From an optimization exercise on the open Yosys and OpenROAD flow, aimed at small area and a short achievable clock period; shortcuts taken in it are not production practice.
Where RTL was checked, it was by simulation tests only, not by an equivalence proof against the original.
The RTL of runs 5 and 6 was laid out without a check of its function.
Power is estimated from default activity; no workload was simulated.

==> flow/design.v (outline; a module is shown in full before it is edited, if it fits) <==
// module iron_coef_rom: 68 lines
// module cic5_dec32: 141 lines
// module fir_iron_mac: 94 lines
// module mul_tree: 534 lines
// module chan_decim: 27 lines
module chan_decim (
    input  wire        clk,
    input  wire        rst,         
    input  wire        bit_valid,
    input  wire        bit_in,
    output wire        out_valid,
    output wire [39:0] out_v
);
  // ...
==> flow/flow/run.sh <==
#!/bin/bash
# Standard layout (the standard.sh, standard synthesis unchanged) with
# timing repair aimed at a setup slack margin, so the resizer also works on
# paths that already meet the 12 ns clock. Output goes to flow_make.log.
set -euo pipefail
export SETUP_SLACK_MARGIN=8.3
bash standard.sh > flow_make.log 2>&1
==> flow/standard.sh <==
#!/bin/bash
# synth_recipe.tcl (not shown) runs the flow's synth.tcl, then flattens the netlist and writes it again
# the make line also repeats each setting of config.mk as NAME=value (left out here)
make -C /OpenROAD-flow-scripts/flow DESIGN_CONFIG=/design/flow/config.mk WORK_HOME=/design/flow/orfs CLKGATE_MAP_FILE= SYNTH_SCRIPT=/design/flow/synth_recipe.tcl "${@:-finish}"
==> flow/config.mk <==
export PLATFORM = sky130hd
export DESIGN_NAME = chan_decim
export DESIGN_NICKNAME = chan_decim
export VERILOG_FILES = /design/flow/design.v
export SDC_FILE = /design/flow/constraint.sdc
export NUM_CORES = 4
export LEC_CHECK = 0
export CAP_MARGIN = 20
export CORE_MARGIN = 2
export CORE_UTILIZATION = 70
export CTS_CLUSTER_DIAMETER = 60
export CTS_CLUSTER_SIZE = 24
export SLEW_MARGIN = 20
==> flow/constraint.sdc <==
create_clock -name core_clock -period 12.0 [get_ports {clk}]
set_input_delay 2.4000 -clock core_clock [delete_from_list [all_inputs] [get_ports {clk}]]
set_output_delay 2.4000 -clock core_clock [all_outputs]
set_load 0.01 [all_outputs]
==> impl_metrics.py, run 1 <==
metrics = {
    "run_status": {
        "outcome": "complete, no violations",
    },
    "place": {
        "placed_cell_area_sq_um": 63800,
        "io_buffers": 44,
        "dp_slack_ns": 7.73,
        "place_congestion": 0.920,
    },
    "floorplan": {
        "dieArea_sq_um": 92100,
        "nWellTaps": 1165,
        "ios": 45,
        "dieWidth_microns": 303,
    },
    "routing": {
        "wirelength_microns": 119000,
        "drcViolationCount": 0,
    },
    "cts": {
        "cts_resized": 276,
        "hold_buffers": 0,
    },
    "sta": {
        "fin_crit_sh_pct": 31.1,
        "hold_slack_ns": 0.321,
    },
    "critical_path": {
        "ff2ff_path_depth": 10,
        "startpoint_type": "flip-flop",
        "reg2reg_from": "u_cic.x[11]$_SDFFCE_PP1P_",
        "cp_slowest_cell": "fa_2",
    },
    "cells_and_area": {
        "utilization_pct": 77.1,
        "clock_buffers": 108,
    },
    "logic_synthesis": {
        "yosys_warnings": 4,
        "yosys-top-cells-count": "dfxtp_1, inv_1, xnor2_1",
        "synth.cell_area_sq_um": 62800,
        "yosysMostFrequentCell": "dfxtp_1",
    },
}
==> run 2, diff against run 1 <==
--- a/flow/config.mk
+++ b/flow/config.mk
@@ -7,7 +7,7 @@
 export LEC_CHECK = 0
 export CAP_MARGIN = 20
 export CORE_MARGIN = 2
-export CORE_UTILIZATION = 70
+export CORE_UTILIZATION = 82
 export CTS_CLUSTER_DIAMETER = 60
 export CTS_CLUSTER_SIZE = 24
 export SLEW_MARGIN = 20
==> run 2 against run 1 <==
- the run now fails in global routing
- synthesized cell count is the same
- area after synthesis is the same
==> impl_metrics.py, run 2 <==
metrics = {
    "run_status": {
        "outcome": "did not finish",
        "failed_stage": "global routing",
        "tool.error": "[ERROR GRT-0232] Routing congestion too high. Check the congestion heatmap in the GUI.",
    },
    "cts": {
        "h-tree-depth": 3,
        "clk_path_buf_depth": 3,
        "cts_root_buffer": "clkbuf_16",
        "cts_buffers": 98,
        "clock-sinks": 1904,
    },
    "logic_synthesis": {
        "synth_async_sr_flop_share_pct": 0,
        "syn_avg_cell_area_sq_um": 12.4,
        "yosysTopAreaCell": "dfxtp_1",
        "ys_seq_area_share_pct": 61.1,
        "synth_fp_nets": 5574,
        "synthFlopType": "dfxtp_1",
        "yosys_warnings": 4,
        "synth_edf_count": 23,
        "synth-seq-cells": 1904,
        "synth_top_area_share_pct": 60.0,
        "synth_cell_type_count": 77,
        "syn_inst": 5076,
        "yosys-top-cells-area": "dfxtp_1, fa_1, ha_1",
        "yosys-top-cells-count": "dfxtp_1, inv_1, xnor2_1",
        "yosysMostFrequentCell": "dfxtp_1",
        "synth.cell_area_sq_um": 62800,
    },
    "floorplan": {
        "rows": 101,
        "start_util_pct": 82.8,
        "die_y_microns": 281,
        "dieWidth_microns": 281,
        "ios": 45,
    },
    "place": {
        "io_buffers": 44,
        "place_congestion": 0.948,
        "place_hpwl_microns": 96900,
    },
    "global_route": {
        "grt_overflow": 24,
        "grt_max_degree": 99,
        "grtUsageTotal_pct": 71.9,
    },
}
run 2: cell counts after synthesis:
Identical to the previous run, type by type.
run 2: per-layer routing:
layer	GRT usage, %	overflow
met1	72.0	2
met2	85.5	10
met3	60.6	1
met4	66.2	10
met5	46.3	1
run 2: repair_timing:
action,in CTS
cloned,2
setup buffers,83
resized for setup,423
setup endpoints to repair,161
pin swaps,129
hold buffers,0
run 2: worst max path at each step:
| stage | start | endpoint | slack [ns] | cells after the start |
|---|---|---|---|---|
| 2_1_floorplan | u_cic.x[1]$_SDFFCE_PP1P_ | u_fir.c_q[20]$_DFF_P_ | 8.32 | 11 |
| 3_3_place_gp | u_fir.m_neg[9]$_DFF_P_ | u_fir.c_q[24]$_DFF_P_ | 7.76 | 8 |
| 3_5_place_dp | u_fir.m_neg[9]$_DFF_P_ | u_fir.c_q[25]$_DFF_P_ | 7.47 | 8 |
| 4_1_cts | u_fir.s_q[12]$_DFF_P_ | u_fir.ring[1343]$_DFF_P_ | 8.05 | 10 |
run 2: cells by family after synthesis:
logic type / count (synthesis) / synth area share [%]
buf+inv: 603 / 3.90
fa+ha+maj: 494 / 13.1
mux: 108 / 1.73
compound gates: 831 / 9.14
xor+xnor: 393 / 5.48
flops: 1904 / 61.1
simple gates: 743 / 5.55
run 2: power groups by stage:
stage | logic [mW] | registers [mW] | clock network (mW)
after floorplan | 5.19 | 7.16 | 0
after global placement | 6.39 | 7.38 | 0
after detailed placement | 7.73 | 7.43 | 0
after CTS | 9.15 | 7.33 | 3.77
run 2: through the flow:
step           worst slack, ns  instance area (sq um)  total power [mW]  hold WS [ns]  std cells
2_1_floorplan             8.32                  62800              12.4         0.310       5076
3_3_place_gp              7.76                  63500              13.8         0.310       5864
3_5_place_dp              7.47                  63500              15.2         0.312       5864
4_1_cts                   8.05                  68200              20.3         0.306       6087
==> run 3, diff against run 2 <==
--- a/flow/config.mk
+++ b/flow/config.mk
@@ -7,7 +7,7 @@
 export LEC_CHECK = 0
 export CAP_MARGIN = 20
 export CORE_MARGIN = 2
-export CORE_UTILIZATION = 82
-export CTS_CLUSTER_DIAMETER = 60
-export CTS_CLUSTER_SIZE = 24
+export CORE_UTILIZATION = 55
+export CTS_CLUSTER_DIAMETER = 100
+export CTS_CLUSTER_SIZE = 32
 export SLEW_MARGIN = 20
==> run 3 against run 2 <==
- the run now finishes clean
- area after synthesis unchanged
- synthesized cell count unchanged
==> impl_metrics.py, run 3 <==
metrics = {
    "critical_path": {
        "startpoint_type": "flip-flop",
        "ff2ff_path_depth": 11,
        "r2r_slack_ns": 8.29,
        "path_buf_inv": 3,
        "critPathCaptureType": "flip-flop",
        "crit_top_cell": "fa_2",
        "crit_required_ns": 12.63,
        "path_max_fanout": 3,
        "cp_cell_sequence": "ha_4, inv_2, fa_2, inv_2, fa_2, fa_2, fa_2, buf_4, fa_1, xnor2_1, a211oi_1",
        "cp_slowest_cell": "fa_2",
        "max_stage_delay_ns": 0.66,
        "arrival_ns": 4.34,
        "setup.worst_path.class": "reg2reg",
        "critical-path-top-delay-family": "adder cells",
        "cp_num_cells": 11,
    },
    "cells_and_area": {
        "reg_top3": "u_fir.ring x1363, u_fir.s_q x43, u_fir.c_q x42",
        "mostFrequentLayoutCell": "dfxtp_1",
        "area_growth_pct": 8.31,
        "largest_reg_flops": 1363,
        "final_cell_mix": "dfxtp_1, inv_1, xnor2_1",
        "instances_no_fill": 6586,
        "nNetsFinal": 5562,
        "utilization_pct": 60.3,
        "layout-drive-gt1-share_pct": 10.6,
        "regMostFlops": "u_fir.ring",
    },
    "sta": {
        "post-route-min-period_ns": 3.71,
        "setup_ws_ns": 8.29,
        "slew_headroom_pct": 33.6,
        "fin_skew_ns": 0.0447,
        "tightest_slew_ns": 0.994,
        "setup_viol": 0,
        "hold_viol": 0,
        "slew_violations": 0,
        "fin_setup_tns_ns": 0,
        "timing.fmax_mhz": 270,
        "fin_crit_sh_pct": 30.9,
        "rsz0062_at_grt": "yes",
    },
    "cts": {
        "clk_latency_ns": 0.70,
        "cts_root_buffer": "clkbuf_16",
        "clock-sinks": 1904,
        "clk_path_buf_depth": 3,
        "path_clk_slew_ns": 0.12,
        "h-tree-depth": 3,
        "cts_buffers": 73,
        "cts_tree": "built",
        "hold_buffers": 0,
    },
    "logic_synthesis": {
        "yosysTopAreaCell": "dfxtp_1",
        "synth_fp_nets": 5574,
        "synth_top_area_share_pct": 60.0,
        "yosysMostFrequentCell": "dfxtp_1",
        "synth-seq-cells": 1904,
        "synth_edf_count": 23,
        "yosys_warnings": 4,
        "synth.cell_area_sq_um": 62800,
        "synth_cell_type_count": 77,
        "yosys-top-cells-area": "dfxtp_1, fa_1, ha_1",
        "yosys-top-cells-count": "dfxtp_1, inv_1, xnor2_1",
        "syn_inst": 5076,
        "syn_avg_cell_area_sq_um": 12.4,
        "synth_async_sr_flop_share_pct": 0,
        "synthFlopType": "dfxtp_1",
        "ys_seq_area_share_pct": 61.1,
    },
    "place": {
        "dp_cells": 6394,
        "place_congestion": 0.867,
        "place_hpwl_microns": 75800,
        "dp_slack_ns": 7.68,
        "io_buffers": 44,
    },
    "routing": {
        "first_iter_violations": 2326,
        "avgViaCountPerCell": 5.13,
        "avgRoutedWirePerCell_microns": 17.7,
        "drcViolationCount": 0,
        "route.antenna.remaining_nets": 0,
        "routed-via-count": 33800,
        "first_pass_iters": 5,
        "wirelength_microns": 116000,
    },
    "global_route": {
        "grtUsageTotal_pct": 19.9,
        "grt_pass1_wl_microns": 185000,
        "grt_pass1_vias": 33100,
        "grt_max_degree": 73,
        "grt_overflow": 0,
        "antenna_found_initial": 2,
    },
    "floorplan": {
        "ios": 45,
        "dieWidth_microns": 342,
        "dieArea_sq_um": 117000,
        "rows": 123,
        "fp.coreArea_sq_um": 113000,
        "die_y_microns": 342,
        "start_util_pct": 55.7,
    },
    "worst_hold_path": {
        "worstHoldPathCells": 0,
        "worstHoldStart": "u_fir.ring[223]$_DFF_P_",
        "hold_path_end": "u_fir.ring[176]$_DFF_P_",
        "hold_path_class": "reg2reg",
    },
    "job": {
        "maxCapViolCount": 0,
    },
    "pwr": {
        "power.density_nw_per_um2": 253,
        "p_leak_nw": 28.5,
        "vdd_ir_drop_max_mv": 0.201,
    },
    "run_status": {
        "outcome": "complete, no violations",
    },
}
## run 3: cell counts after synthesis
No cell type changed its count.
## run 3: layer usage
metal | vias up | wire length, microns | GRT usage, %
met3 | 182 | 5450 | 2.85
met1 | 16300 | 57400 | 29.8
met4 | 0 | 3670 | 6.05
li1 | 16600 | - | -
met2 | 734 | 49900 | 30.0
met5 | - | 0 | 0
## run 3: cell type report
type	instances	area, sq um
clock buffer	76	1840
inverter	339	1280
timing repair inverter	1	5.00
clock inverter	19	363
antenna	2	5.00
fill	9152	44800
sequential	1904	38500
multi-input combinational	2569	22700
tap	1500	1880
timing repair buffer	176	1440
## run 3: logic make-up after synthesis
logic type      count (synthesis)  synth area share [%]
flops                        1904                  61.1
xor+xnor                      393                  5.48
fa+ha+maj                     494                  13.1
simple gates                  743                  5.55
compound gates                831                  9.14
buf+inv                       603                  3.90
mux                           108                  1.73
## run 3: report_power, final
group | leakage (nW) | internal (mW) | total (mW) | switching, mW
clock network | 1.07 | 1.23 | 3.08 | 1.86
logic | 11.9 | 2.85 | 6.86 | 4.02
registers | 15.5 | 6.88 | 7.25 | 0.373
## run 3: worst max-delay path by stage
stage                                         start               endpoint
after global placement       u_fir.m_neg[9]$_DFF_P_  u_fir.c_q[24]$_DFF_P_
after CTS                 u_cic.x[18]$_SDFFCE_PP1P_  u_fir.c_q[24]$_DFF_P_
after global routing                      flip-flop              flip-flop
final                                     flip-flop              flip-flop
after floorplan            u_cic.x[1]$_SDFFCE_PP1P_  u_fir.c_q[20]$_DFF_P_
after detailed placement     u_fir.m_neg[9]$_DFF_P_  u_fir.c_q[24]$_DFF_P_
## run 3: what timing repair did
item                                    CTS  global route
pin swaps                                38           112
hold endpoints to repair                  0             0
cloned                                    0             6
gates resized for setup                 283           140
endpoints found under the setup margin  129            81
setup buffers                            37            52
## run 3: through the flow
step | instance area (sq um) | hold WS, ns | power [mW]
after floorplan | 62800 | 0.310 | 12.4
after global placement | 64200 | 0.310 | 14.1
after detailed placement | 64200 | 0.312 | 14.2
after CTS | 66900 | 0.301 | 17.4
after global routing | 68000 | 0.297 | 18.8
final | 68000 | 0.300 | 17.2
==> run 4, diff against run 3 <==
--- a/flow/config.mk
+++ b/flow/config.mk
@@ -8,6 +8,6 @@
 export CAP_MARGIN = 20
 export CORE_MARGIN = 2
 export CORE_UTILIZATION = 55
-export CTS_CLUSTER_DIAMETER = 100
-export CTS_CLUSTER_SIZE = 32
+export CTS_CLUSTER_DIAMETER = 60
+export CTS_CLUSTER_SIZE = 24
 export SLEW_MARGIN = 20
==> run 4 against run 3 <==
- clock skew shrank 0.011 ns
- clock-buffer cell count increased by 47
- die area unchanged
==> impl_metrics.py, run 4 <==
metrics = {
    "logic_synthesis": {
        "synth_fp_nets": 5574,
        "synthFlopType": "dfxtp_1",
        "yosys-mux-area-fraction_pct": 1.73,
        "yosysTopAreaCell": "dfxtp_1",
        "yosys.area_share.simple_pct": 5.55,
        "yosysMostFrequentCell": "dfxtp_1",
        "syn_avg_cell_area_sq_um": 12.4,
        "synthAdderAreaFrac_pct": 13.1,
        "ys_seq_area_share_pct": 61.1,
        "synth_top_family_by_area": "adder cells",
        "synth-seq-cells": 1904,
        "synth.cell_area_sq_um": 62800,
        "synthXorXnorAreaFrac_pct": 5.48,
        "yosys-top-cells-area": "dfxtp_1, fa_1, ha_1",
        "yosys_warnings": 4,
        "synth_cell_type_count": 77,
        "synth_edf_count": 23,
        "synth_async_sr_flop_share_pct": 0,
        "synth_compound_area_share_pct": 9.14,
        "synth_top_area_share_pct": 60.0,
        "yosys-top-cells-count": "dfxtp_1, inv_1, xnor2_1",
        "syn_inst": 5076,
    },
    "floorplan": {
        "die_y_microns": 342,
        "ios": 45,
        "dieWidth_microns": 342,
        "dieArea_sq_um": 117000,
        "fp.coreArea_sq_um": 113000,
        "rows": 123,
        "start_util_pct": 55.7,
    },
    "critical_path": {
        "path_max_fanout": 7,
        "arrival_ns": 4.39,
        "startpoint_type": "flip-flop",
        "crit_top_cell": "fa_1",
        "cp_cell_sequence": "buf_4, a22oi_2, xor2_1, fa_1, fa_1, fa_1, fa_1, inv_2, fa_2",
        "setup.worst_path.class": "reg2reg",
        "r2r_slack_ns": 8.28,
        "crit_required_ns": 12.67,
        "path_buf_inv": 2,
        "cp_slowest_cell": "edfxtp_1",
        "max_stage_delay_ns": 0.58,
        "critical-path-top-delay-family": "adder cells",
        "critPathCaptureType": "flip-flop",
    },
    "cts": {
        "clk_latency_ns": 0.74,
        "cts_buffers": 119,
        "clk_path_buf_depth": 3,
        "cts_root_buffer": "clkbuf_16",
        "path_clk_slew_ns": 0.09,
        "cts_tree": "built",
        "clock-sinks": 1904,
        "h-tree-depth": 3,
    },
    "routing": {
        "first_pass_iters": 5,
        "avgViaCountPerCell": 5.12,
        "avgRoutedWirePerCell_microns": 17.6,
        "wirelength_microns": 118000,
        "route.antenna.remaining_nets": 0,
        "routed-via-count": 34200,
        "drcViolationCount": 0,
        "first_iter_violations": 2494,
    },
    "sta": {
        "hold_viol": 0,
        "fin_crit_sh_pct": 31.0,
        "tightest_slew_ns": 1.03,
        "slew_violations": 0,
        "fin_skew_ns": 0.0341,
        "setup_viol": 0,
        "timing.fmax_mhz": 269,
        "slew_headroom_pct": 31.2,
        "fin_setup_tns_ns": 0,
        "hold_slack_ns": 0.313,
        "post-route-min-period_ns": 3.72,
        "setup_ws_ns": 8.28,
        "rsz0062_at_grt": "yes",
    },
    "cells_and_area": {
        "utilization_pct": 62.0,
        "regArea_sq_um": 38500,
        "layout-drive-gt1-share_pct": 12.3,
        "final_cell_mix": "dfxtp_1, inv_1, xnor2_1",
        "nNetsFinal": 5607,
        "multiInputGateArea_sq_um": 22800,
        "largest_reg_flops": 1363,
        "instances_no_fill": 6678,
        "regMostFlops": "u_fir.ring",
        "area_growth_pct": 11.3,
        "reg_top3": "u_fir.ring x1363, u_fir.s_q x43, u_fir.c_q x42",
        "mostFrequentLayoutCell": "dfxtp_1",
        "num-fill-cells": 9013,
    },
    "global_route": {
        "grt_pass1_wl_microns": 188000,
        "grtUsageTotal_pct": 20.3,
        "grt_pass1_vias": 33700,
        "grt_overflow": 0,
        "antenna_found_initial": 1,
        "grt_max_degree": 73,
    },
    "pwr": {
        "vdd_ir_drop_max_mv": 0.204,
        "power.density_nw_per_um2": 263,
        "p_leak_nw": 29.3,
    },
    "job": {
        "maxCapViolCount": 0,
    },
    "place": {
        "dp_slack_ns": 7.68,
        "place_congestion": 0.867,
        "dp_cells": 6394,
        "place_hpwl_microns": 75800,
        "io_buffers": 44,
    },
    "run_status": {
        "outcome": "complete, no violations",
    },
    "worst_hold_path": {
        "hold_path_class": "reg2reg",
    },
}
-- run 4: changes by cell type in the layout (fill, tap and decap cells not counted), sizes merged --
cell and change:
clkbuf +45, inv +25, clkinv +16, clkinvlp +2
diode +2, buf +1, bufinv +1
-- run 4: layer usage --
metal / wire, microns / track usage [%] / up-vias
li1: - / - / 16700
met1: 57300 / 30.0 / 16500
met2: 49900 / 30.1 / 780
met3: 5990 / 3.31 / 236
met4: 4370 / 7.01 / 0
met5: 0 / 0 / -
-- run 4: power breakdown --
| part | total [mW] | switching (mW) | internal, mW |
|---|---|---|---|
| clock | 4.28 | 2.25 | 2.03 |
| combinational | 6.87 | 4.03 | 2.84 |
| sequential | 7.25 | 0.376 | 6.88 |
| total | 18.4 | 6.65 | 11.8 |
-- run 4: metrics by stage --
stage / instance area [sq um] / power, mW
after floorplan: 62800 / 12.4
after global routing: 69900 / 20.0
after detailed placement: 64200 / 14.2
after global placement: 64200 / 14.1
after CTS: 68700 / 18.6
final: 69900 / 18.4
-- run 4: area by class of cell --
| class | instances | share of cell area, % |
|---|---|---|
| Timing Repair inverter | 1 | 0.00716 |
| Multi-Input combinational cell | 2569 | 32.6 |
| Clock inverter | 63 | 1.47 |
| Inverter | 339 | 1.83 |
| Sequential cell | 1904 | 55.0 |
| Clock buffer | 123 | 4.31 |
| Antenna cell | 4 | 0.0143 |
| Tap cell | 1500 | 2.69 |
| Timing Repair Buffer | 175 | 2.07 |
-- run 4: worst paths after layout --
kind                            start                     end  cells after the start
max          u_cic.x[9]$_SDFFCE_PP1P_   u_fir.c_q[24]$_DFF_P_                      9
min            u_fir.ring[84]$_DFF_P_  u_fir.ring[37]$_DFF_P_                      0
max reg2reg  u_cic.x[9]$_SDFFCE_PP1P_   u_fir.c_q[24]$_DFF_P_                      9
min reg2reg    u_fir.ring[84]$_DFF_P_  u_fir.ring[37]$_DFF_P_                      0
-- run 4: cells by family (layout without fill, tap and decap cells) --
group           Yosys count  after routing
flops                  1904           1904
compound gates          831            831
simple gates            743            743
buf+inv                 603            701
fa+ha+maj               494            494
xor+xnor                393            393
mux                     108            108
other cells               0              4
-- run 4: repair_timing --
action	CTS	global route
pin swaps	39	114
hold buffers	0	0
setup buffers	42	47
setup endpoints to repair	124	78
cloned	0	5
gates resized for setup	281	152
==> module cic5_dec32, before the edit <==
module cic5_dec32 (
    input  wire        clk,
    input  wire        rst,
    input  wire        bit_valid,
    input  wire        bit_in,
    output reg         x_pre,       
    output reg         x_valid,
    output reg  [22:0] x
);
    localparam integer NC = 7;                   
    function integer WD(input integer q);
        WD = (q < 5) ? 4 : 3;
    endfunction
    function integer LO(input integer q);
        LO = (q < 5) ? 4 * q : 20 + 3 * (q - 5);
    endfunction
    reg  [25:0]   i1, i2, i3, i4, i5;
    reg  [NC-1:1] vd;                            
    wire [NC-1:0] vq = {vd, bit_valid};          
    reg  [NC-1:0] lq;                            
    reg  [NC-1:1] k1, k2, k3, k4, k5;            
    reg  [4:0]    phase;
    wire [25:0]   p1, p2, p3, p4, p5;
    wire [NC:1]   o1, o2, o3, o4, o5;
    wire [25:0]   en;
    genvar q;
    generate
        for (q = 0; q < NC; q = q + 1) begin : g_chunk
            localparam integer L = LO(q);
            localparam integer N = WD(q);
            wire [N-1:0] e0 = (q == 0) ? {{(N-1){1'b0}}, bit_in} : {N{1'b0}};
            wire         c1 = (q == 0) ? 1'b0 : k1[q];
            wire         c2 = (q == 0) ? 1'b0 : k2[q];
            wire         c3 = (q == 0) ? 1'b0 : k3[q];
            wire         c4 = (q == 0) ? 1'b0 : k4[q];
            wire         c5 = (q == 0) ? 1'b0 : k5[q];
            assign {o1[q+1], p1[L +: N]} = i1[L +: N] + e0 + c1;
            assign {o2[q+1], p2[L +: N]} = i2[L +: N] + p1[L +: N] + c2;
            assign {o3[q+1], p3[L +: N]} = i3[L +: N] + p2[L +: N] + c3;
            assign {o4[q+1], p4[L +: N]} = i4[L +: N] + p3[L +: N] + c4;
            assign {o5[q+1], p5[L +: N]} = i5[L +: N] + p4[L +: N] + c5;
            assign en[L +: N] = {N{vq[q]}};
        end
    endgenerate
    always @(posedge clk) begin
        if (rst) begin
            i1 <= 26'd0; i2 <= 26'd0; i3 <= 26'd0; i4 <= 26'd0; i5 <= 26'd0;
        end else begin
            i1 <= (en & p1) | (~en & i1);
            i2 <= (en & p2) | (~en & i2);
            i3 <= (en & p3) | (~en & i3);
            i4 <= (en & p4) | (~en & i4);
            i5 <= (en & p5) | (~en & i5);
        end
    end
    always @(posedge clk) begin
        k1 <= o1[NC-1:1]; k2 <= o2[NC-1:1]; k3 <= o3[NC-1:1];
        k4 <= o4[NC-1:1]; k5 <= o5[NC-1:1];
        if (rst) begin
            vd <= {(NC-1){1'b0}};
            lq <= {NC{1'b0}};
            phase <= 5'd0;
        end else begin
            vd <= vq[NC-2:0];
            lq <= {lq[NC-2:0], bit_valid && (phase == 5'd31)};
            if (bit_valid)
                phase <= phase + 5'd1;
        end
    end
    reg  [25:0] w0, w1, w2, w3, w4;
    reg  [2:0]  rp;
    reg  [25:0] acc;
    reg         busy, init;
    reg  [2:0]  sq;
    reg  [3:0]  cnt;
    reg         step, rnd;                      
    reg  [25:0] zc;
    always @* begin
        case (rp)
            3'd1:    zc = 26'h0018950;
            3'd2:    zc = 26'h3c8e700;
            3'd3:    zc = 26'h1287000;
            3'd4:    zc = 26'h2100000;
            default: zc = 26'h0000000;
        endcase
    end
    wire [25:0] opb  = step ? ~w0 : {25'd0, rnd & acc[2]};
    wire [25:0] sum  = acc + opb + {25'd0, step | rnd};
    wire [2:0]  rp1  = (rp == 3'd4) ? 3'd0 : rp + 3'd1;
    wire [2:0]  sq1  = (step || rnd) ? sq + 3'd1 : sq;
    wire [25:0] lmask;
    generate
        for (q = 0; q < NC; q = q + 1) begin : g_lmask
            assign lmask[LO(q) +: WD(q)] = {WD(q){lq[q]}};
        end
    endgenerate
    wire [25:0] accn = (lmask & i5) | (~lmask & sum);
    always @(posedge clk) begin
        w0 <= w1; w1 <= w2; w2 <= w3; w3 <= w4;
        w4 <= step ? acc : init ? zc : w0;
        acc <= accn;
        if (rst) begin
            rp <= 3'd0;
            busy <= 1'b0;
            init <= 1'b1;
            sq <= 3'd0;
            cnt <= 4'd0;
            step <= 1'b0;
            rnd <= 1'b0;
            x_valid <= 1'b0;
            x_pre <= 1'b0;
        end else begin
            rp <= rp1;
            if (rp == 3'd4)
                init <= 1'b0;
            x_valid <= 1'b0;
            x_pre <= busy && (cnt == 4'd9);
            step <= 1'b0;
            rnd <= 1'b0;
            if (lq[NC-1]) begin
                busy <= 1'b1;
                sq <= 3'd0;
                cnt <= 4'd0;
                step <= (rp1 == 3'd0);
            end else if (busy) begin
                cnt <= cnt + 4'd1;
                sq <= sq1;
                step <= (sq1 == rp1);
                rnd <= (sq1 == 3'd5);
                if (cnt == 4'd10) begin
                    busy <= 1'b0;
                    x_valid <= 1'b1;
                    step <= 1'b0;
                    rnd <= 1'b0;
                end
            end
        end
        if (busy && cnt == 4'd10)
            x <= acc[25] ? 23'h7fffff : acc[24:2];
    end
endmodule
==> run 5, diff against run 4 <==
--- a/flow/design.v
+++ b/flow/design.v
@@ -91,22 +91,42 @@
     wire [25:0]   p1, p2, p3, p4, p5;
     wire [NC:1]   o1, o2, o3, o4, o5;
     wire [25:0]   en;
+    function [4:0] rip(input [3:0] a, input [3:0] b, input ci, input integer n);
+        integer j;
+        reg c;
+        begin
+            c = ci;
+            rip = 5'd0;
+            for (j = 0; j < n; j = j + 1) begin
+                rip[j] = a[j] ^ b[j] ^ c;
+                c = (a[j] & b[j]) | (a[j] & c) | (b[j] & c);
+            end
+            rip[4] = c;
+        end
+    endfunction
     genvar q;
     generate
         for (q = 0; q < NC; q = q + 1) begin : g_chunk
             localparam integer L = LO(q);
             localparam integer N = WD(q);
-            wire [N-1:0] e0 = (q == 0) ? {{(N-1){1'b0}}, bit_in} : {N{1'b0}};
-            wire         c1 = (q == 0) ? 1'b0 : k1[q];
-            wire         c2 = (q == 0) ? 1'b0 : k2[q];
-            wire         c3 = (q == 0) ? 1'b0 : k3[q];
-            wire         c4 = (q == 0) ? 1'b0 : k4[q];
-            wire         c5 = (q == 0) ? 1'b0 : k5[q];
-            assign {o1[q+1], p1[L +: N]} = i1[L +: N] + e0 + c1;
-            assign {o2[q+1], p2[L +: N]} = i2[L +: N] + p1[L +: N] + c2;
-            assign {o3[q+1], p3[L +: N]} = i3[L +: N] + p2[L +: N] + c3;
-            assign {o4[q+1], p4[L +: N]} = i4[L +: N] + p3[L +: N] + c4;
-            assign {o5[q+1], p5[L +: N]} = i5[L +: N] + p4[L +: N] + c5;
+            wire [3:0] e0 = (q == 0) ? {3'd0, bit_in} : 4'd0;
+            wire       c1 = (q == 0) ? 1'b0 : k1[q];
+            wire       c2 = (q == 0) ? 1'b0 : k2[q];
+            wire       c3 = (q == 0) ? 1'b0 : k3[q];
+            wire       c4 = (q == 0) ? 1'b0 : k4[q];
+            wire       c5 = (q == 0) ? 1'b0 : k5[q];
+            wire [3:0] a1 = i1[L +: N], a2 = i2[L +: N], a3 = i3[L +: N],
+                       a4 = i4[L +: N], a5 = i5[L +: N];
+            wire [4:0] r1 = rip(a1, e0, c1, N);
+            wire [4:0] r2 = rip(a2, r1[3:0], c2, N);
+            wire [4:0] r3 = rip(a3, r2[3:0], c3, N);
+            wire [4:0] r4 = rip(a4, r3[3:0], c4, N);
+            wire [4:0] r5 = rip(a5, r4[3:0], c5, N);
+            assign p1[L +: N] = r1[N-1:0]; assign o1[q+1] = r1[4];
+            assign p2[L +: N] = r2[N-1:0]; assign o2[q+1] = r2[4];
+            assign p3[L +: N] = r3[N-1:0]; assign o3[q+1] = r3[4];
+            assign p4[L +: N] = r4[N-1:0]; assign o4[q+1] = r4[4];
+            assign p5[L +: N] = r5[N-1:0]; assign o5[q+1] = r5[4];
             assign en[L +: N] = {N{vq[q]}};
         end
     endgenerate
@@ -153,7 +173,8 @@
         endcase
     end
     wire [25:0] opb  = step ? ~w0 : {25'd0, rnd & acc[2]};
-    wire [25:0] sum  = acc + opb + {25'd0, step | rnd};
+    wire [26:0] sm1  = {acc, 1'b1} + {opb, step | rnd};
+    wire [25:0] sum  = sm1[26:1];
     wire [2:0]  rp1  = (rp == 3'd4) ? 3'd0 : rp + 3'd1;
     wire [2:0]  sq1  = (step || rnd) ? sq + 3'd1 : sq;
     wire [25:0] lmask;
--- a/flow/config.mk
+++ b/flow/config.mk
@@ -7,7 +7,7 @@
 export LEC_CHECK = 0
 export CAP_MARGIN = 20
 export CORE_MARGIN = 2
-export CORE_UTILIZATION = 55
+export CORE_UTILIZATION = 70
 export CTS_CLUSTER_DIAMETER = 60
 export CTS_CLUSTER_SIZE = 24
 export SLEW_MARGIN = 20
==> run 5 against run 4 <==
- sequential power barely moved
- register-to-register slack got worse by 0.41 ns
- sequential cell count did not move
- first-iteration DRC count grew 34%
- largest power group unchanged
- highest routed layer unchanged
==> impl_metrics.py, run 5 <==
metrics = {
    "routing": {
        "wirelength_microns": 125000,
        "first_iter_violations": 3332,
        "route.antenna.remaining_nets": 0,
        "avgViaCountPerCell": 5.60,
        "first_pass_iters": 8,
        "drcViolationCount": 0,
        "avgRoutedWirePerCell_microns": 20.4,
        "routed-via-count": 34400,
    },
    "cts": {
        "clk_latency_ns": 0.73,
        "h-tree-depth": 3,
        "clk_path_buf_depth": 3,
        "path_clk_slew_ns": 0.10,
        "cts_root_buffer": "clkbuf_16",
        "cts_tree": "built",
        "clock-sinks": 1904,
        "hold_buffers": 0,
        "cts_buffers": 104,
    },
    "floorplan": {
        "fp.coreArea_sq_um": 88000,
        "ios": 45,
        "dieWidth_microns": 301,
        "start_util_pct": 70.3,
        "die_y_microns": 301,
        "dieArea_sq_um": 90800,
        "rows": 109,
    },
    "pwr": {
        "power.density_nw_per_um2": 259,
        "p_leak_nw": 27.5,
        "vdd_ir_drop_max_mv": 0.220,
    },
    "global_route": {
        "grtUsageTotal_pct": 26.9,
        "grt_max_degree": 78,
        "antenna_found_initial": 6,
        "grt_pass1_vias": 34700,
        "grt_pass1_wl_microns": 192000,
        "grt_overflow": 0,
    },
    "logic_synthesis": {
        "yosys_warnings": 4,
        "syn_avg_cell_area_sq_um": 12.5,
        "yosysTopAreaCell": "dfxtp_1",
        "syn_inst": 4948,
        "yosys-top-cells-area": "dfxtp_1, fa_1, xnor2_1",
        "synth_top_area_share_pct": 60.9,
        "synth_async_sr_flop_share_pct": 0,
        "synth_fp_nets": 5432,
        "ys_seq_area_share_pct": 62.0,
        "yosys-top-cells-count": "dfxtp_1, inv_1, fa_1",
        "synth-seq-cells": 1904,
        "synth_cell_type_count": 82,
        "yosysMostFrequentCell": "dfxtp_1",
        "synth_edf_count": 23,
        "synth.cell_area_sq_um": 61900,
        "synthFlopType": "dfxtp_1",
    },
    "run_status": {
        "outcome": "complete, no violations",
    },
    "cells_and_area": {
        "utilization_pct": 76.7,
        "reg_top3": "u_fir.ring x1363, u_fir.s_q x43, u_fir.c_q x42",
        "layout-drive-gt1-share_pct": 11.9,
        "area_growth_pct": 9.05,
        "largest_reg_flops": 1363,
        "final_cell_mix": "dfxtp_1, inv_1, nor2_1",
        "nNetsFinal": 5410,
        "mostFrequentLayoutCell": "dfxtp_1",
        "regMostFlops": "u_fir.ring",
    },
    "sta": {
        "setup_viol": 0,
        "fin_skew_ns": 0.0360,
        "slew_headroom_pct": 28.7,
        "timing.fmax_mhz": 242,
        "fin_crit_sh_pct": 34.4,
        "tightest_slew_ns": 1.07,
        "slew_violations": 0,
        "post-route-min-period_ns": 4.13,
        "hold_slack_ns": 0.315,
        "hold_viol": 0,
        "fin_setup_tns_ns": 0,
        "rsz0062_at_grt": "yes",
    },
    "critical_path": {
        "setup.worst_path.class": "reg2reg",
        "arrival_ns": 4.69,
        "path_max_fanout": 2,
        "startpoint_type": "flip-flop",
        "crit_required_ns": 12.57,
        "r2r_slack_ns": 7.87,
        "ff2ff_path_depth": 12,
        "critPathCaptureType": "flip-flop",
    },
    "worst_hold_path": {
        "hold_path_end": "u_fir.ring[308]$_DFF_P_",
        "hold_path_class": "reg2reg",
        "worstHoldPathCells": 0,
        "worstHoldStart": "u_fir.ring[355]$_DFF_P_",
    },
    "job": {
        "maxCapViolCount": 0,
    },
    "place": {
        "place_hpwl_microns": 73000,
        "io_buffers": 44,
        "place_congestion": 0.902,
    },
}
==> run 5: repair_timing <==
action / in CTS / in global routing
pin swaps: 23 / 82
cloned: 0 / 5
resized for setup: 266 / 119
setup buffers: 31 / 32
setup endpoints to repair: 122 / 87
==> run 5: cells by family (layout without fill, tap and decap cells) <==
group           count (synthesis)  after routing  synth area share, %
flops                        1904           1904                 62.0
compound gates                765            765                 8.57
simple gates                  717            717                 5.26
buf+inv                       643            666                 4.19
fa+ha+maj                     480            480                 13.6
xor+xnor                      329            329                 4.66
mux                           110            110                 1.79
other cells                     0              2                    0
==> run 5: worst max path at each step <==
stage | endpoint | startpoint | slack, ns | cells past startpoint
2_1_floorplan | flip-flop | u_cic.k1[1]$_DFF_P_ | 8.07 | 12
3_3_place_gp | u_fir.c_q[24]$_DFF_P_ | u_fir.m_one[7]$_DFF_P_ | 7.90 | 8
3_5_place_dp | u_fir.c_q[24]$_DFF_P_ | u_fir.m_one[7]$_DFF_P_ | 7.85 | 8
4_1_cts | flip-flop | flip-flop | 7.85 | 12
5_1_grt | flip-flop | flip-flop | 7.73 | 12
6_report | flip-flop | flip-flop | 7.87 | 12
==> run 5: power breakdown <==
| part | switching (mW) | internal (mW) |
|---|---|---|
| Clock | 2.12 | 1.73 |
| Combinational | 3.72 | 2.65 |
| Sequential | 0.418 | 6.84 |
| Total | 6.26 | 11.2 |
==> run 5: critical path, cell delays in order (launching register included) <==
cell and delay [ns]:
dfxtp_2 0.34, ha_4 0.27, inv_2 0.03, fa_2 0.33
inv_2 0.06, fa_1 0.44, fa_2 0.49, fa_2 0.39
fa_2 0.41, fa_2 0.61, fa_2 0.42, mux2i_1 0.16
nor2_1 0.06
==> run 5: through the flow <==
stage	area (sq um)	total power, mW	instances	setup slack, ns
2_1_floorplan	62000	11.7	4948	8.07
3_3_place_gp	63000	13.1	5916	7.90
3_5_place_dp	63000	13.3	5917	7.85
4_1_cts	66700	17.3	6099	7.85
5_1_grt	67500	18.7	6136	7.73
6_report	67500	17.5	6138	7.87
==> run 5: cell type report <==
type	instances	area (sq um)
Antenna cell	2	5.00
Clock buffer	110	2660
Clock inverter	41	618
Fill cell	5245	20500
Inverter	370	1400
Multi-Input combinational cell	2401	21600
Sequential cell	1904	38500
Tap cell	1165	1460
Timing Repair Buffer	145	1250
==> run 5: layer usage <==
metal | track usage, % | vias to the layer above | wire, microns
met1 | 37.2 | 16700 | 53200
li1 | - | 16000 | -
met2 | 43.0 | 1381 | 58300
met3 | 4.34 | 356 | 9060
met4 | 10.3 | 0 | 4850
met5 | 0 | - | 0
==> module fir_iron_mac, before the edit <==
module fir_iron_mac (
    input  wire               clk,
    input  wire               rst,
    input  wire               x_pre,      
    input  wire               x_valid,    
    input  wire        [22:0] x,
    output reg                v_valid,
    output wire signed [39:0] v
);
    localparam integer NS = 29;
    localparam integer W  = 47;
    reg  [NS*W-1:0] ring;                
    wire [W-1:0]    r0  = ring[0 +: W];
    wire [W-1:0]    r1  = ring[W +: W];
    wire [W-1:0]    r27 = ring[27*W +: W];
    wire [W-1:0]    r28 = ring[28*W +: W];
    reg  [4:0]  dq, dn;
    reg  [1:0]  p;
    reg  [4:0]  act;
    wire        active = (act != 5'd0);
    wire        minc   = x_pre && (p == 2'd3);
    wire [4:0]  dqn    = minc ? dq : dn;
    wire [4:0]  dnn    = (dqn == 5'd28) ? 5'd0 : dqn + 5'd1;
    wire        actn  = x_valid || (act > 5'd1);
    wire [6:0]  in    = {dn, ~p};
    wire [6:0]  inf   = (in > 7'd57) ? 7'd114 - in : in;
    reg  [6:0]  ra;
    wire signed [19:0] coef;
    iron_coef_rom u_rom (.idx(ra), .coef(coef));
    wire [19:0] h = coef;
    wire [20:0] he = {h, 1'b0};
    wire [9:0]  b_neg, b_one, b_two;
    genvar g;
    generate
        for (g = 0; g < 10; g = g + 1) begin : g_booth
            wire [2:0] t = he[2*g +: 3];
            assign b_neg[g] = t[2] & ~(t[1] & t[0]);
            assign b_one[g] = t[1] ^ t[0];
            assign b_two[g] = (t[2] & ~t[1] & ~t[0]) | (~t[2] & t[1] & t[0]);
        end
    endgenerate
    reg  [9:0]  m_neg, m_one, m_two;
    reg         fin_m, clr_m, fin_o, clr_o, fin_28, clr_28;
    reg  [4:0]  wipe;                    
    wire        fin_r = active && (dq == 5'd0) && (p == 2'd3);
    wire        clr_r = active && (dq == 5'd28) && (p == 2'd0);
    wire        inj = fin_m && (r1[7:0] == 8'hff);
    wire [W-1:0] ps, pc;
    mul_tree u_mul (.neg(m_neg), .one(m_one), .two(m_two), .x(x), .inj(inj),
                    .s(ps), .c(pc));
    reg  [W-1:0] s_q, c_q;
    wire [W-1:0] a_s = r0 ^ s_q ^ c_q;
    wire [W-1:0] a_c = {((r0 & s_q) | (r0 & c_q) | (s_q & c_q)), 1'b0};
    wire [W-1:0] a_n = a_s + a_c;
    wire         sat = fin_28 && r28[46] && !r28[45];
    wire         clr = clr_28 || (wipe != 5'd0);
    wire [W-1:0] n27 = clr ? 47'd63 :
                       sat ? {1'b0, {39{1'b1}}, r28[6:0]} : r28;
    always @(posedge clk) begin
        ring <= {a_n, n27, ring[2*W +: 26*W], r1};
        s_q <= ps;
        c_q <= pc;
        m_neg <= b_neg; m_one <= b_one; m_two <= b_two;
        if (rst) begin
            ra <= 7'h7f;
            dq <= 5'd3;
            dn <= 5'd4;
            p <= 2'd3;
            act <= 5'd0;
            fin_m <= 1'b0; clr_m <= 1'b0;
            fin_o <= 1'b0; clr_o <= 1'b0;
            fin_28 <= 1'b0; clr_28 <= 1'b0;
            v_valid <= 1'b0;
            wipe <= 5'd31;
        end else begin
            ra <= actn ? inf : 7'h7f;
            dq <= dqn;
            dn <= dnn;
            if (x_pre)
                p <= p + 2'd1;
            if (x_valid)
                act <= 5'd29;
            else if (active)
                act <= act - 5'd1;
            fin_m <= fin_r; clr_m <= clr_r;
            fin_o <= fin_m; clr_o <= clr_m;
            fin_28 <= fin_o; clr_28 <= clr_o;
            v_valid <= fin_28;
            if (wipe != 5'd0)
                wipe <= wipe - 5'd1;
        end
    end
    assign v = r27[46:7];
endmodule
==> run 6, diff against run 5 <==
--- a/flow/design.v
+++ b/flow/design.v
@@ -173,7 +173,8 @@
         endcase
     end
     wire [25:0] opb  = step ? ~w0 : {25'd0, rnd & acc[2]};
-    wire [26:0] sm1  = {acc, 1'b1} + {opb, step | rnd};
+    wire [26:0] sm1;
+    add27 u_add (.a({acc, 1'b1}), .b({opb, step | rnd}), .s(sm1));
     wire [25:0] sum  = sm1[26:1];
     wire [2:0]  rp1  = (rp == 3'd4) ? 3'd0 : rp + 3'd1;
     wire [2:0]  sq1  = (step || rnd) ? sq + 3'd1 : sq;
@@ -228,6 +229,117 @@
             x <= acc[25] ? 23'h7fffff : acc[24:2];
     end
 endmodule
+module add27 (
+    input  wire [26:0] a, b,
+    output wire [26:0] s
+);
+  wire [26:0] g0 = a & b, p0 = a ^ b;
+  wire g1_1 = g0[1] | (p0[1] & g0[0]);
+  wire p1_1 = p0[1] & p0[0];
+  wire g1_3 = g0[3] | (p0[3] & g0[2]);
+  wire p1_3 = p0[3] & p0[2];
+  wire g1_5 = g0[5] | (p0[5] & g0[4]);
+  wire p1_5 = p0[5] & p0[4];
+  wire g1_7 = g0[7] | (p0[7] & g0[6]);
+  wire p1_7 = p0[7] & p0[6];
+  wire g1_9 = g0[9] | (p0[9] & g0[8]);
+  wire p1_9 = p0[9] & p0[8];
+  wire g1_11 = g0[11] | (p0[11] & g0[10]);
+  wire p1_11 = p0[11] & p0[10];
+  wire g1_13 = g0[13] | (p0[13] & g0[12]);
+  wire p1_13 = p0[13] & p0[12];
+  wire g1_15 = g0[15] | (p0[15] & g0[14]);
+  wire p1_15 = p0[15] & p0[14];
+  wire g1_17 = g0[17] | (p0[17] & g0[16]);
+  wire p1_17 = p0[17] & p0[16];
+  wire g1_19 = g0[19] | (p0[19] & g0[18]);
+  wire p1_19 = p0[19] & p0[18];
+  wire g1_21 = g0[21] | (p0[21] & g0[20]);
+  wire p1_21 = p0[21] & p0[20];
+  wire g1_23 = g0[23] | (p0[23] & g0[22]);
+  wire p1_23 = p0[23] & p0[22];
+  wire g1_25 = g0[25] | (p0[25] & g0[24]);
+  wire p1_25 = p0[25] & p0[24];
+  wire g2_2 = g0[2] | (p0[2] & g1_1);
+  wire p2_2 = p0[2] & p1_1;
+  wire g2_3 = g1_3 | (p1_3 & g1_1);
+  wire p2_3 = p1_3 & p1_1;
+  wire g2_6 = g0[6] | (p0[6] & g1_5);
+  wire p2_6 = p0[6] & p1_5;
+  wire g2_7 = g1_7 | (p1_7 & g1_5);
+  wire p2_7 = p1_7 & p1_5;
+  wire g2_10 = g0[10] | (p0[10] & g1_9);
+  wire p2_10 = p0[10] & p1_9;
+  wire g2_11 = g1_11 | (p1_11 & g1_9);
+  wire p2_11 = p1_11 & p1_9;
+  wire g2_14 = g0[14] | (p0[14] & g1_13);
+  wire p2_14 = p0[14] & p1_13;
+  wire g2_15 = g1_15 | (p1_15 & g1_13);
+  wire p2_15 = p1_15 & p1_13;
+  wire g2_18 = g0[18] | (p0[18] & g1_17);
+  wire p2_18 = p0[18] & p1_17;
+  wire g2_19 = g1_19 | (p1_19 & g1_17);
+  wire p2_19 = p1_19 & p1_17;
+  wire g2_22 = g0[22] | (p0[22] & g1_21);
+  wire p2_22 = p0[22] & p1_21;
+  wire g2_23 = g1_23 | (p1_23 & g1_21);
+  wire p2_23 = p1_23 & p1_21;
+  wire g3_4 = g0[4] | (p0[4] & g2_3);
+  wire p3_4 = p0[4] & p2_3;
+  wire g3_5 = g1_5 | (p1_5 & g2_3);
+  wire p3_5 = p1_5 & p2_3;
+  wire g3_6 = g2_6 | (p2_6 & g2_3);
+  wire p3_6 = p2_6 & p2_3;
+  wire g3_7 = g2_7 | (p2_7 & g2_3);
+  wire p3_7 = p2_7 & p2_3;
+  wire g3_12 = g0[12] | (p0[12] & g2_11);
+  wire p3_12 = p0[12] & p2_11;
+  wire g3_13 = g1_13 | (p1_13 & g2_11);
+  wire p3_13 = p1_13 & p2_11;
+  wire g3_14 = g2_14 | (p2_14 & g2_11);
+  wire p3_14 = p2_14 & p2_11;
+  wire g3_15 = g2_15 | (p2_15 & g2_11);
+  wire p3_15 = p2_15 & p2_11;
+  wire g3_20 = g0[20] | (p0[20] & g2_19);
+  wire p3_20 = p0[20] & p2_19;
+  wire g3_21 = g1_21 | (p1_21 & g2_19);
+  wire p3_21 = p1_21 & p2_19;
+  wire g3_22 = g2_22 | (p2_22 & g2_19);
+  wire p3_22 = p2_22 & p2_19;
+  wire g3_23 = g2_23 | (p2_23 & g2_19);
+  wire p3_23 = p2_23 & p2_19;
+  wire g4_8 = g0[8] | (p0[8] & g3_7);
+  wire p4_8 = p0[8] & p3_7;
+  wire g4_9 = g1_9 | (p1_9 & g3_7);
+  wire p4_9 = p1_9 & p3_7;
+  wire g4_10 = g2_10 | (p2_10 & g3_7);
+  wire p4_10 = p2_10 & p3_7;
+  wire g4_11 = g2_11 | (p2_11 & g3_7);
+  wire p4_11 = p2_11 & p3_7;
+  wire g4_12 = g3_12 | (p3_12 & g3_7);
+  wire p4_12 = p3_12 & p3_7;
+  wire g4_13 = g3_13 | (p3_13 & g3_7);
+  wire p4_13 = p3_13 & p3_7;
+  wire g4_14 = g3_14 | (p3_14 & g3_7);
+  wire p4_14 = p3_14 & p3_7;
+  wire g4_15 = g3_15 | (p3_15 & g3_7);
+  wire p4_15 = p3_15 & p3_7;
+  wire g4_24 = g0[24] | (p0[24] & g3_23);
+  wire p4_24 = p0[24] & p3_23;
+  wire g4_25 = g1_25 | (p1_25 & g3_23);
+  wire p4_25 = p1_25 & p3_23;
+  wire g5_16 = g0[16] | (p0[16] & g4_15);
+  wire g5_17 = g1_17 | (p1_17 & g4_15);
+  wire g5_18 = g2_18 | (p2_18 & g4_15);
+  wire g5_19 = g2_19 | (p2_19 & g4_15);
+  wire g5_20 = g3_20 | (p3_20 & g4_15);
+  wire g5_21 = g3_21 | (p3_21 & g4_15);
+  wire g5_22 = g3_22 | (p3_22 & g4_15);
+  wire g5_23 = g3_23 | (p3_23 & g4_15);
+  wire g5_24 = g4_24 | (p4_24 & g4_15);
+  wire g5_25 = g4_25 | (p4_25 & g4_15);
+  assign s = p0 ^ {g5_25, g5_24, g5_23, g5_22, g5_21, g5_20, g5_19, g5_18, g5_17, g5_16, g4_15, g4_14, g4_13, g4_12, g4_11, g4_10, g4_9, g4_8, g3_7, g3_6, g3_5, g3_4, g2_3, g2_2, g1_1, g0[0], 1'b0};
+endmodule
 module fir_iron_mac (
     input  wire               clk,
     input  wire               rst,
@@ -281,7 +393,8 @@
     reg  [W-1:0] s_q, c_q;
     wire [W-1:0] a_s = r0 ^ s_q ^ c_q;
     wire [W-1:0] a_c = {((r0 & s_q) | (r0 & c_q) | (s_q & c_q)), 1'b0};
-    wire [W-1:0] a_n = a_s + a_c;
+    wire [W-1:0] a_n;
+    add47 u_add (.a(a_s), .b(a_c), .s(a_n));
     wire         sat = fin_28 && r28[46] && !r28[45];
     wire         clr = clr_28 || (wipe != 5'd0);
     wire [W-1:0] n27 = clr ? 47'd63 :
@@ -856,6 +969,237 @@
   assign s[46] = 1'b1;
   assign c[46] = 1'b0;
 endmodule
+module add47 (
+    input  wire [46:0] a, b,
+    output wire [46:0] s
+);
+  wire [46:0] g0 = a & b, p0 = a ^ b;
+  wire g1_1 = g0[1] | (p0[1] & g0[0]);
+  wire p1_1 = p0[1] & p0[0];
+  wire g1_3 = g0[3] | (p0[3] & g0[2]);
+  wire p1_3 = p0[3] & p0[2];
+  wire g1_5 = g0[5] | (p0[5] & g0[4]);
+  wire p1_5 = p0[5] & p0[4];
+  wire g1_7 = g0[7] | (p0[7] & g0[6]);
+  wire p1_7 = p0[7] & p0[6];
+  wire g1_9 = g0[9] | (p0[9] & g0[8]);
+  wire p1_9 = p0[9] & p0[8];
+  wire g1_11 = g0[11] | (p0[11] & g0[10]);
+  wire p1_11 = p0[11] & p0[10];
+  wire g1_13 = g0[13] | (p0[13] & g0[12]);
+  wire p1_13 = p0[13] & p0[12];
+  wire g1_15 = g0[15] | (p0[15] & g0[14]);
+  wire p1_15 = p0[15] & p0[14];
+  wire g1_17 = g0[17] | (p0[17] & g0[16]);
+  wire p1_17 = p0[17] & p0[16];
+  wire g1_19 = g0[19] | (p0[19] & g0[18]);
+  wire p1_19 = p0[19] & p0[18];
+  wire g1_21 = g0[21] | (p0[21] & g0[20]);
+  wire p1_21 = p0[21] & p0[20];
+  wire g1_23 = g0[23] | (p0[23] & g0[22]);
+  wire p1_23 = p0[23] & p0[22];
+  wire g1_25 = g0[25] | (p0[25] & g0[24]);
+  wire p1_25 = p0[25] & p0[24];
+  wire g1_27 = g0[27] | (p0[27] & g0[26]);
+  wire p1_27 = p0[27] & p0[26];
+  wire g1_29 = g0[29] | (p0[29] & g0[28]);
+  wire p1_29 = p0[29] & p0[28];
+  wire g1_31 = g0[31] | (p0[31] & g0[30]);
+  wire p1_31 = p0[31] & p0[30];
+  wire g1_33 = g0[33] | (p0[33] & g0[32]);
+  wire p1_33 = p0[33] & p0[32];
+  wire g1_35 = g0[35] | (p0[35] & g0[34]);
+  wire p1_35 = p0[35] & p0[34];
+  wire g1_37 = g0[37] | (p0[37] & g0[36]);
+  wire p1_37 = p0[37] & p0[36];
+  wire g1_39 = g0[39] | (p0[39] & g0[38]);
+  wire p1_39 = p0[39] & p0[38];
+  wire g1_41 = g0[41] | (p0[41] & g0[40]);
+  wire p1_41 = p0[41] & p0[40];
+  wire g1_43 = g0[43] | (p0[43] & g0[42]);
+  wire p1_43 = p0[43] & p0[42];
+  wire g1_45 = g0[45] | (p0[45] & g0[44]);
+  wire p1_45 = p0[45] & p0[44];
+  wire g2_2 = g0[2] | (p0[2] & g1_1);
+  wire p2_2 = p0[2] & p1_1;
+  wire g2_3 = g1_3 | (p1_3 & g1_1);
+  wire p2_3 = p1_3 & p1_1;
+  wire g2_6 = g0[6] | (p0[6] & g1_5);
+  wire p2_6 = p0[6] & p1_5;
+  wire g2_7 = g1_7 | (p1_7 & g1_5);
+  wire p2_7 = p1_7 & p1_5;
+  wire g2_10 = g0[10] | (p0[10] & g1_9);
+  wire p2_10 = p0[10] & p1_9;
+  wire g2_11 = g1_11 | (p1_11 & g1_9);
+  wire p2_11 = p1_11 & p1_9;
+  wire g2_14 = g0[14] | (p0[14] & g1_13);
+  wire p2_14 = p0[14] & p1_13;
+  wire g2_15 = g1_15 | (p1_15 & g1_13);
+  wire p2_15 = p1_15 & p1_13;
+  wire g2_18 = g0[18] | (p0[18] & g1_17);
+  wire p2_18 = p0[18] & p1_17;
+  wire g2_19 = g1_19 | (p1_19 & g1_17);
+  wire p2_19 = p1_19 & p1_17;
+  wire g2_22 = g0[22] | (p0[22] & g1_21);
+  wire p2_22 = p0[22] & p1_21;
+  wire g2_23 = g1_23 | (p1_23 & g1_21);
+  wire p2_23 = p1_23 & p1_21;
+  wire g2_26 = g0[26] | (p0[26] & g1_25);
+  wire p2_26 = p0[26] & p1_25;
+  wire g2_27 = g1_27 | (p1_27 & g1_25);
+  wire p2_27 = p1_27 & p1_25;
+  wire g2_30 = g0[30] | (p0[30] & g1_29);
+  wire p2_30 = p0[30] & p1_29;
+  wire g2_31 = g1_31 | (p1_31 & g1_29);
+  wire p2_31 = p1_31 & p1_29;
+  wire g2_34 = g0[34] | (p0[34] & g1_33);
+  wire p2_34 = p0[34] & p1_33;
+  wire g2_35 = g1_35 | (p1_35 & g1_33);
+  wire p2_35 = p1_35 & p1_33;
+  wire g2_38 = g0[38] | (p0[38] & g1_37);
+  wire p2_38 = p0[38] & p1_37;
+  wire g2_39 = g1_39 | (p1_39 & g1_37);
+  wire p2_39 = p1_39 & p1_37;
+  wire g2_42 = g0[42] | (p0[42] & g1_41);
+  wire p2_42 = p0[42] & p1_41;
+  wire g2_43 = g1_43 | (p1_43 & g1_41);
+  wire p2_43 = p1_43 & p1_41;
+  wire g3_4 = g0[4] | (p0[4] & g2_3);
+  wire p3_4 = p0[4] & p2_3;
+  wire g3_5 = g1_5 | (p1_5 & g2_3);
+  wire p3_5 = p1_5 & p2_3;
+  wire g3_6 = g2_6 | (p2_6 & g2_3);
+  wire p3_6 = p2_6 & p2_3;
+  wire g3_7 = g2_7 | (p2_7 & g2_3);
+  wire p3_7 = p2_7 & p2_3;
+  wire g3_12 = g0[12] | (p0[12] & g2_11);
+  wire p3_12 = p0[12] & p2_11;
+  wire g3_13 = g1_13 | (p1_13 & g2_11);
+  wire p3_13 = p1_13 & p2_11;
+  wire g3_14 = g2_14 | (p2_14 & g2_11);
+  wire p3_14 = p2_14 & p2_11;
+  wire g3_15 = g2_15 | (p2_15 & g2_11);
+  wire p3_15 = p2_15 & p2_11;
+  wire g3_20 = g0[20] | (p0[20] & g2_19);
+  wire p3_20 = p0[20] & p2_19;
+  wire g3_21 = g1_21 | (p1_21 & g2_19);
+  wire p3_21 = p1_21 & p2_19;
+  wire g3_22 = g2_22 | (p2_22 & g2_19);
+  wire p3_22 = p2_22 & p2_19;
+  wire g3_23 = g2_23 | (p2_23 & g2_19);
+  wire p3_23 = p2_23 & p2_19;
+  wire g3_28 = g0[28] | (p0[28] & g2_27);
+  wire p3_28 = p0[28] & p2_27;
+  wire g3_29 = g1_29 | (p1_29 & g2_27);
+  wire p3_29 = p1_29 & p2_27;
+  wire g3_30 = g2_30 | (p2_30 & g2_27);
+  wire p3_30 = p2_30 & p2_27;
+  wire g3_31 = g2_31 | (p2_31 & g2_27);
+  wire p3_31 = p2_31 & p2_27;
+  wire g3_36 = g0[36] | (p0[36] & g2_35);
+  wire p3_36 = p0[36] & p2_35;
+  wire g3_37 = g1_37 | (p1_37 & g2_35);
+  wire p3_37 = p1_37 & p2_35;
+  wire g3_38 = g2_38 | (p2_38 & g2_35);
+  wire p3_38 = p2_38 & p2_35;
+  wire g3_39 = g2_39 | (p2_39 & g2_35);
+  wire p3_39 = p2_39 & p2_35;
+  wire g3_44 = g0[44] | (p0[44] & g2_43);
+  wire p3_44 = p0[44] & p2_43;
+  wire g3_45 = g1_45 | (p1_45 & g2_43);
+  wire p3_45 = p1_45 & p2_43;
+  wire g4_8 = g0[8] | (p0[8] & g3_7);
+  wire p4_8 = p0[8] & p3_7;
+  wire g4_9 = g1_9 | (p1_9 & g3_7);
+  wire p4_9 = p1_9 & p3_7;
+  wire g4_10 = g2_10 | (p2_10 & g3_7);
+  wire p4_10 = p2_10 & p3_7;
+  wire g4_11 = g2_11 | (p2_11 & g3_7);
+  wire p4_11 = p2_11 & p3_7;
+  wire g4_12 = g3_12 | (p3_12 & g3_7);
+  wire p4_12 = p3_12 & p3_7;
+  wire g4_13 = g3_13 | (p3_13 & g3_7);
+  wire p4_13 = p3_13 & p3_7;
+  wire g4_14 = g3_14 | (p3_14 & g3_7);
+  wire p4_14 = p3_14 & p3_7;
+  wire g4_15 = g3_15 | (p3_15 & g3_7);
+  wire p4_15 = p3_15 & p3_7;
+  wire g4_24 = g0[24] | (p0[24] & g3_23);
+  wire p4_24 = p0[24] & p3_23;
+  wire g4_25 = g1_25 | (p1_25 & g3_23);
+  wire p4_25 = p1_25 & p3_23;
+  wire g4_26 = g2_26 | (p2_26 & g3_23);
+  wire p4_26 = p2_26 & p3_23;
+  wire g4_27 = g2_27 | (p2_27 & g3_23);
+  wire p4_27 = p2_27 & p3_23;
+  wire g4_28 = g3_28 | (p3_28 & g3_23);
+  wire p4_28 = p3_28 & p3_23;
+  wire g4_29 = g3_29 | (p3_29 & g3_23);
+  wire p4_29 = p3_29 & p3_23;
+  wire g4_30 = g3_30 | (p3_30 & g3_23);
+  wire p4_30 = p3_30 & p3_23;
+  wire g4_31 = g3_31 | (p3_31 & g3_23);
+  wire p4_31 = p3_31 & p3_23;
+  wire g4_40 = g0[40] | (p0[40] & g3_39);
+  wire p4_40 = p0[40] & p3_39;
+  wire g4_41 = g1_41 | (p1_41 & g3_39);
+  wire p4_41 = p1_41 & p3_39;
+  wire g4_42 = g2_42 | (p2_42 & g3_39);
+  wire p4_42 = p2_42 & p3_39;
+  wire g4_43 = g2_43 | (p2_43 & g3_39);
+  wire p4_43 = p2_43 & p3_39;
+  wire g4_44 = g3_44 | (p3_44 & g3_39);
+  wire p4_44 = p3_44 & p3_39;
+  wire g4_45 = g3_45 | (p3_45 & g3_39);
+  wire p4_45 = p3_45 & p3_39;
+  wire g5_16 = g0[16] | (p0[16] & g4_15);
+  wire p5_16 = p0[16] & p4_15;
+  wire g5_17 = g1_17 | (p1_17 & g4_15);
+  wire p5_17 = p1_17 & p4_15;
+  wire g5_18 = g2_18 | (p2_18 & g4_15);
+  wire p5_18 = p2_18 & p4_15;
+  wire g5_19 = g2_19 | (p2_19 & g4_15);
+  wire p5_19 = p2_19 & p4_15;
+  wire g5_20 = g3_20 | (p3_20 & g4_15);
+  wire p5_20 = p3_20 & p4_15;
+  wire g5_21 = g3_21 | (p3_21 & g4_15);
+  wire p5_21 = p3_21 & p4_15;
+  wire g5_22 = g3_22 | (p3_22 & g4_15);
+  wire p5_22 = p3_22 & p4_15;
+  wire g5_23 = g3_23 | (p3_23 & g4_15);
+  wire p5_23 = p3_23 & p4_15;
+  wire g5_24 = g4_24 | (p4_24 & g4_15);
+  wire p5_24 = p4_24 & p4_15;
+  wire g5_25 = g4_25 | (p4_25 & g4_15);
+  wire p5_25 = p4_25 & p4_15;
+  wire g5_26 = g4_26 | (p4_26 & g4_15);
+  wire p5_26 = p4_26 & p4_15;
+  wire g5_27 = g4_27 | (p4_27 & g4_15);
+  wire p5_27 = p4_27 & p4_15;
+  wire g5_28 = g4_28 | (p4_28 & g4_15);
+  wire p5_28 = p4_28 & p4_15;
+  wire g5_29 = g4_29 | (p4_29 & g4_15);
+  wire p5_29 = p4_29 & p4_15;
+  wire g5_30 = g4_30 | (p4_30 & g4_15);
+  wire p5_30 = p4_30 & p4_15;
+  wire g5_31 = g4_31 | (p4_31 & g4_15);
+  wire p5_31 = p4_31 & p4_15;
+  wire g6_32 = g0[32] | (p0[32] & g5_31);
+  wire g6_33 = g1_33 | (p1_33 & g5_31);
+  wire g6_34 = g2_34 | (p2_34 & g5_31);
+  wire g6_35 = g2_35 | (p2_35 & g5_31);
+  wire g6_36 = g3_36 | (p3_36 & g5_31);
+  wire g6_37 = g3_37 | (p3_37 & g5_31);
+  wire g6_38 = g3_38 | (p3_38 & g5_31);
+  wire g6_39 = g3_39 | (p3_39 & g5_31);
+  wire g6_40 = g4_40 | (p4_40 & g5_31);
+  wire g6_41 = g4_41 | (p4_41 & g5_31);
+  wire g6_42 = g4_42 | (p4_42 & g5_31);
+  wire g6_43 = g4_43 | (p4_43 & g5_31);
+  wire g6_44 = g4_44 | (p4_44 & g5_31);
+  wire g6_45 = g4_45 | (p4_45 & g5_31);
+  assign s = p0 ^ {g6_45, g6_44, g6_43, g6_42, g6_41, g6_40, g6_39, g6_38, g6_37, g6_36, g6_35, g6_34, g6_33, g6_32, g5_31, g5_30, g5_29, g5_28, g5_27, g5_26, g5_25, g5_24, g5_23, g5_22, g5_21, g5_20, g5_19, g5_18, g5_17, g5_16, g4_15, g4_14, g4_13, g4_12, g4_11, g4_10, g4_9, g4_8, g3_7, g3_6, g3_5, g3_4, g2_3, g2_2, g1_1, g0[0], 1'b0};
+endmodule
 module chan_decim (
     input  wire        clk,
     input  wire        rst,         
==> run 6 against run 5 <==
- final cell count decreased by 3.8%
- synthesized cell count decreased by 5.2%
- total power decreased by 4.4%
- die area decreased by 2.0%
- clock-buffer cell count decreased by 1
- via count decreased by 6.7%
- sequential cell count unchanged
- largest cell class unchanged
- clock power about the same
- largest power group unchanged
- area after synthesis decreased by 2.1%
- cell area decreased by 1.5%
- critical path depth unchanged
- hold slack improved by 0.0044 ns
==> impl_metrics.py, run 6 <==
metrics = {
    "cts": {
        "clk_latency_ns": 0.73,
        "path_clk_slew_ns": 0.09,
        "cts_root_buffer": "clkbuf_16",
        "cts_tree": "built",
        "clk_path_buf_depth": 3,
        "h-tree-depth": 3,
    },
    "cells_and_area": {
        "largest_reg_flops": 1363,
        "final_cell_mix": "dfxtp_1, inv_1, nor2_1",
        "reg_top3": "u_fir.ring x1363, u_fir.s_q x43, u_fir.c_q x42",
        "area_growth_pct": 9.67,
        "regMostFlops": "u_fir.ring",
        "layout-drive-gt1-share_pct": 12.6,
        "mostFrequentLayoutCell": "dfxtp_1",
        "num-fill-cells": 5119,
        "utilization_pct": 77.8,
    },
    "logic_synthesis": {
        "synth_top_area_share_pct": 62.1,
        "synth_edf_count": 23,
        "synth.cell_area_sq_um": 60600,
        "yosysMostFrequentCell": "dfxtp_1",
        "synth_fp_nets": 5182,
        "synth-seq-cells": 1904,
        "yosys_warnings": 4,
        "synth_async_sr_flop_share_pct": 0,
        "ys_seq_area_share_pct": 63.3,
        "synthFlopType": "dfxtp_1",
        "yosys-top-cells-count": "dfxtp_1, inv_1, fa_1",
        "syn_inst": 4691,
        "syn_avg_cell_area_sq_um": 12.9,
    },
    "sta": {
        "fin_crit_sh_pct": 34.5,
        "fin_setup_tns_ns": 0,
        "slew_headroom_pct": 25.1,
        "rsz0062_at_grt": "yes",
        "timing.fmax_mhz": 241,
        "tightest_slew_ns": 1.12,
        "fin_skew_ns": 0.0449,
        "setup_viol": 0,
        "slew_violations": 0,
        "setup_ws_ns": 7.85,
        "hold_viol": 0,
        "post-route-min-period_ns": 4.15,
    },
    "critical_path": {
        "startpoint_type": "flip-flop",
        "crit_required_ns": 12.59,
        "arrival_ns": 4.73,
        "path_max_fanout": 2,
        "critPathCaptureType": "flip-flop",
        "setup.worst_path.class": "reg2reg",
    },
    "routing": {
        "wirelength_microns": 116000,
        "first_iter_violations": 2415,
        "drcViolationCount": 0,
        "avgRoutedWirePerCell_microns": 19.6,
        "first_pass_iters": 8,
        "avgViaCountPerCell": 5.44,
        "route.antenna.remaining_nets": 0,
    },
    "global_route": {
        "antenna_found_initial": 0,
        "grt_max_degree": 79,
        "grt_overflow": 0,
        "grt_pass1_wl_microns": 183000,
    },
    "floorplan": {
        "ios": 45,
        "die_y_microns": 298,
        "start_util_pct": 70.9,
        "dieArea_sq_um": 88900,
        "rows": 107,
    },
    "place": {
        "place_hpwl_microns": 68200,
        "io_buffers": 44,
        "dp_slack_ns": 7.56,
        "place_congestion": 0.865,
    },
    "pwr": {
        "power.density_nw_per_um2": 252,
        "finalPower_mw": 16.7,
        "vdd_ir_drop_max_mv": 0.203,
    },
    "job": {
        "maxCapViolCount": 0,
    },
    "run_status": {
        "outcome": "complete, no violations",
    },
}
[run 6: layer usage]
metal	share of wire [%]	vias up	GRT usage [%]
met3	5.6	233	3.86
met5	0	-	0
met4	2.8	0	7.05
li1	-	15200	-
met1	44	15700	36.4
met2	47	1001	42.5
[run 6: timing repair]
action / 4_1_cts / 5_1_grt
gates cloned: 3 / 11
pin swaps: 34 / 72
gates resized for setup: 262 / 119
setup endpoints to repair: 118 / 81
buffers inserted: 22 / 46
hold buffers: 0 / 0
[run 6: cell families after synthesis]
| kind of cell | after synthesis | share of synthesized area (%) |
|---|---|---|
| compound gates | 650 | 7.57 |
| xor+xnor | 324 | 4.68 |
| fa+ha+maj | 487 | 14.1 |
| buf+inv | 616 | 4.08 |
| flops | 1904 | 63.3 |
| mux | 111 | 1.85 |
| simple gates | 599 | 4.44 |
[run 6: worst max-delay path, stage by stage, from the launching register on]
cell and delay, ns:
dfxtp_2 0.34, ha_4 0.26, inv_2 0.03, fa_2 0.32, inv_2 0.06, fa_2 0.45, fa_2 0.40, fa_2 0.46
fa_2 0.41, fa_1 0.60, fa_2 0.43, mux2i_1 0.18, nor2_1 0.06
[run 6: path summary, 6_finish.rpt]
path | start | end | slack (ns) | cells past startpoint
worst min register to register | u_fir.ring[453]$_DFF_P_ | u_fir.ring[406]$_DFF_P_ | 0.32 | 0
worst max register to register | flip-flop | flip-flop | 7.85 | 12
worst min-delay path | u_fir.ring[453]$_DFF_P_ | u_fir.ring[406]$_DFF_P_ | 0.32 | 0
worst max-delay path | flip-flop | flip-flop | 7.85 | 12
[run 6: layout make-up]
| cell class | count | area, sq um | share of cell area (%) |
|---|---|---|---|
| multi-input combinational | 2172 | 20300 | 30.6 |
| antenna | 1 | 2.50 | 0.00377 |
| inverter | 367 | 1390 | 2.08 |
| tap | 1144 | 1430 | 2.15 |
| clock inverter | 41 | 632 | 0.951 |
| clock buffer | 109 | 2670 | 4.02 |
| timing repair inverter | 2 | 15.0 | 0.0226 |
| sequential | 1904 | 38500 | 57.9 |
| timing repair buffer | 165 | 1520 | 2.28 |
[run 6: stage by stage]
stage                     cells  cell area (sq um)  hold WS [ns]
after CTS                  5847              65400         0.321
final                      5905              66400         0.319
after detailed placement   5672              61800         0.312
after global routing       5904              66400         0.315
after global placement     5672              61800         0.310
after floorplan            4691              60700         0.310
[run 6: power breakdown]
part	internal, mW	switching (mW)
Combinational	2.43	3.23
Clock	1.73	2.10
Sequential	6.83	0.382
Total	11.0	5.72
